From an optimization exercise on the open Yosys and OpenROAD flow, aimed at small area, a short achievable clock period and few clock cycles per item; shortcuts taken in it are not production practice.
The RTL was checked by simulation tests, not by an equivalence proof against the original design.

==> inputs of run C <==
==> flow/design.v (excerpt) <==
module hxs_fp16_group (
    input  wire         clk,
    input  wire         rst,         
    input  wire         in_valid,
    output wire         in_ready,
    input  wire [127:0] in_a,
    input  wire [127:0] in_b,
    input  wire [7:0]   in_mask,
    input  wire [31:0]  in_acc,
    input  wire         in_has_acc,
    output wire         out_valid,
    input  wire         out_ready,
    output wire [31:0]  out_res,
    output wire         out_nv,
    output wire         out_of
);
==> module hxs_fp16_group, before the edit <==
module hxs_fp16_group (
    input  wire         clk,
    input  wire         rst,         
    input  wire         in_valid,
    output wire         in_ready,
    input  wire [127:0] in_a,
    input  wire [127:0] in_b,
    input  wire [7:0]   in_mask,
    input  wire [31:0]  in_acc,
    input  wire         in_has_acc,
    output wire         out_valid,
    input  wire         out_ready,
    output wire [31:0]  out_res,
    output wire         out_nv,
    output wire         out_of
);
    localparam DEPTH = 5;            
    localparam QN    = DEPTH - 1;    
    reg         v0;
    reg [127:0] a0, b0;
    reg [7:0]   mask0;
    reg [31:0]  acc0;
    reg         has_acc0;
    reg [2:0]   occ;                 
    assign in_ready = (occ < DEPTH);
    wire take_in  = in_valid & in_ready;
    wire take_out = out_valid & out_ready;
    always @(posedge clk) begin
        a0       <= in_a;
        b0       <= in_b;
        mask0    <= in_mask;
        acc0     <= in_acc;
        has_acc0 <= in_has_acc;
        if (rst) begin
            v0  <= 1'b0;
            occ <= 3'd0;
        end else begin
            v0  <= take_in;
            occ <= occ + {2'd0, take_in} - {2'd0, take_out};
        end
    end
    wire [199:0] prod_c;
    wire [39:0]  ks_c;
    wire [7:0]   sneg_c;
    wire [26:0]  acc_sig_c;
    wire [4:0]   acc_ks_c;
    wire         acc_sneg_c;
    wire signed [9:0] emax_c;
    wire         sp_c, sp_nan_c, sp_inf_c, sp_sgn_c, nv_c;
    fp16_group_sum u_sum (
        .a(a0), .b(b0), .mask(mask0), .acc(acc0), .has_acc(has_acc0),
        .prod(prod_c), .ks(ks_c), .sneg(sneg_c), .acc_sig(acc_sig_c),
        .acc_ks(acc_ks_c), .acc_sneg(acc_sneg_c),
        .emax(emax_c), .sp(sp_c), .sp_nan(sp_nan_c), .sp_inf(sp_inf_c),
        .sp_sgn(sp_sgn_c), .nv(nv_c)
    );
    reg         v1;
    reg [199:0] prod1;
    reg [39:0]  ks1;
    reg [7:0]   sneg1;
    reg [26:0]  acc_sig1;
    reg [4:0]   acc_ks1;
    reg         acc_sneg1;
    reg signed [9:0] emax1;
    reg         sp1, sp_nan1, sp_inf1, sp_sgn1, nv1;
    always @(posedge clk) begin
        prod1     <= prod_c;
        ks1       <= ks_c;
        sneg1     <= sneg_c;
        acc_sig1  <= acc_sig_c;
        acc_ks1   <= acc_ks_c;
        acc_sneg1 <= acc_sneg_c;
        emax1     <= emax_c;
        sp1       <= sp_c;
        sp_nan1   <= sp_nan_c;
        sp_inf1   <= sp_inf_c;
        sp_sgn1   <= sp_sgn_c;
        nv1       <= nv_c;
        v1        <= rst ? 1'b0 : v0;
    end
    wire [53:0] mag_c;
    wire        s_neg_c;
    fp16_group_align u_align (
        .prod(prod1), .ks(ks1), .sneg(sneg1), .acc_sig(acc_sig1),
        .acc_ks(acc_ks1), .acc_sneg(acc_sneg1),
        .mag(mag_c), .s_neg(s_neg_c)
    );
    reg         v2;
    reg [53:0]  mag2;
    reg         s_neg2;
    reg signed [9:0] emax2;
    reg         sp2, sp_nan2, sp_inf2, sp_sgn2, nv2;
    always @(posedge clk) begin
        mag2    <= mag_c;
        s_neg2  <= s_neg_c;
        emax2   <= emax1;
        sp2     <= sp1;
        sp_nan2 <= sp_nan1;
        sp_inf2 <= sp_inf1;
        sp_sgn2 <= sp_sgn1;
        nv2     <= nv1;
        v2      <= rst ? 1'b0 : v1;
    end
    wire [31:0] res_c;
    wire        of_c;
    fp16_group_round u_round (
        .mag(mag2), .s_neg(s_neg2), .emax(emax2), .sp(sp2), .sp_nan(sp_nan2), .sp_inf(sp_inf2),
        .sp_sgn(sp_sgn2), .res(res_c), .of(of_c)
    );
    reg         hv;
    reg [31:0]  hres;
    reg         hnv, hof;
    reg [33:0]  q [0:QN-1];
    reg [1:0]   qrp, qwp;
    reg [2:0]   qcnt;
    wire head_free = ~hv | out_ready;
    wire q_pop   = head_free & (qcnt != 3'd0);
    wire to_head = head_free & (qcnt == 3'd0) & v2;
    wire q_push  = v2 & ~to_head;
    always @(posedge clk) begin
        if (q_push) q[qwp] <= {res_c, nv2, of_c};
        if (q_pop) begin
            {hres, hnv, hof} <= q[qrp];
        end else if (to_head) begin
            {hres, hnv, hof} <= {res_c, nv2, of_c};
        end
        if (rst) begin
            hv   <= 1'b0;
            qrp  <= 2'd0;
            qwp  <= 2'd0;
            qcnt <= 3'd0;
        end else begin
            if (head_free) hv <= q_pop | to_head;
            if (q_pop)  qrp <= qrp + 2'd1;
            if (q_push) qwp <= qwp + 2'd1;
            qcnt <= qcnt + {2'd0, q_push} - {2'd0, q_pop};
        end
    end
    assign out_valid = hv;
    assign out_res   = hres;
    assign out_nv    = hnv;
    assign out_of    = hof;
endmodule
clock: 60.0 ns
lec_check: 0
cap_margin: 20
core_margin: 2
core_utilization: 50
gpl_routability_driven: 1
place_density: 0.6
slew_margin: 20
run.sh (not shown) runs the stock make flow with config.mk's settings and CLKGATE_MAP_FILE= SYNTH_SCRIPT=/design/flow/synth_recipe.tcl, a recipe that flattens the netlist after the stock synthesis.
==> run E (differences from run C) <==
--- a/flow/design.v
+++ b/flow/design.v
@@ -539,5 +539,7 @@
     reg [2:0]   occ;                 
-    assign in_ready = (occ < DEPTH);
-    wire take_in  = in_valid & in_ready;
+    reg         rdy;                 
+    assign in_ready = rdy;
+    wire take_in  = in_valid & rdy;
     wire take_out = out_valid & out_ready;
+    wire [2:0] occ_n = occ + {2'd0, take_in} - {2'd0, take_out};
     always @(posedge clk) begin
@@ -551,5 +553,7 @@
             occ <= 3'd0;
+            rdy <= 1'b1;
         end else begin
             v0  <= take_in;
-            occ <= occ + {2'd0, take_in} - {2'd0, take_out};
+            occ <= occ_n;
+            rdy <= occ_n < DEPTH;
         end
==> summary.txt <==
|  | run C | run E |
|---|---|---|
| Result of the run | complete, no violations | complete, no violations |
| M1 WL | 155700 microns | 163000 microns |
| GRT Util Overall | 34.36% | 35.55% |
| CP Launch Type | register | input port |
| Clock latency on the worst-skew pair | 0.78 ns | 0.79 ns |
| Kind of critical path | reg2out | in2reg |
| Area share of the largest cell type after synthesis | 23.50% | 23.19% |
| Final weighted congestion in routability-driven placement | 1.070 | 1.026 |
| Final period util | 23.63% | 22.97% |
| Number of flip-flops and latches | 847 | 848 |
| Post-Synth Simple-Gate Area | 15.46% | 16.46% |
| Antenna violations before repair | 18 | 21 |
| Highest Clock Rate | 70.55 MHz | 72.56 MHz |
| Multi-input gate area | 77900 sq um | 79210 sq um |
| Number of tapcells | 2805 | 2821 |
| Non-filler cells in the finished layout | 14760 | 15000 |
| Number of cells traversed by the worst register-to-register path | 37 | 39 |
| Starting DRC count in detailed routing | 8048 | 8877 |
| GR Layer Usage met3 | 4.715% | 5.037% |
| Global-route wire length before repair | 556900 microns | 581700 microns |
Testbench counts of run C, summed over its fixed seeds: cycles 16,032, items 16,000.
Testbench counts of run E, summed over its fixed seeds: cycles 16,032, items 16,000.

-- re-timing with driven ports --
The results above use ideal ports. As a check the final layouts listed here were re-extracted and re-timed, cells and wires unchanged. Step 1: set_driving_cell puts a clkbuf_16 on clk and a buf_2 on each other input, an assumption about the parent block. Step 2 adds t to the input delays and takes it off the output delays; t is the mean of the earliest and latest rising clock arrival at the registers after step 1. Input paths then give back, and output paths get back, about the clock's delay inside the block. Three values: ideal, step 1, step 2; two values: the first two.
run | shift t [ns] | setup slack, ns | clock arrival spread, ns | worst slew at a driven data input, ns | cell pins on the clock port's net
run C | 0.847 | 45.825 / 45.735 / 45.467 | 0.050 / 0.049 | 0.05 | 1
run E | 0.843 | 46.218 / 46.257 / 45.435 | 0.057 / 0.057 | 0.05 | 1
After both steps setup and hold are still met in every run listed. For run E, which loses most, drivers alone change the setup slack by +0.039 ns; drivers and shift together by -0.783 ns.
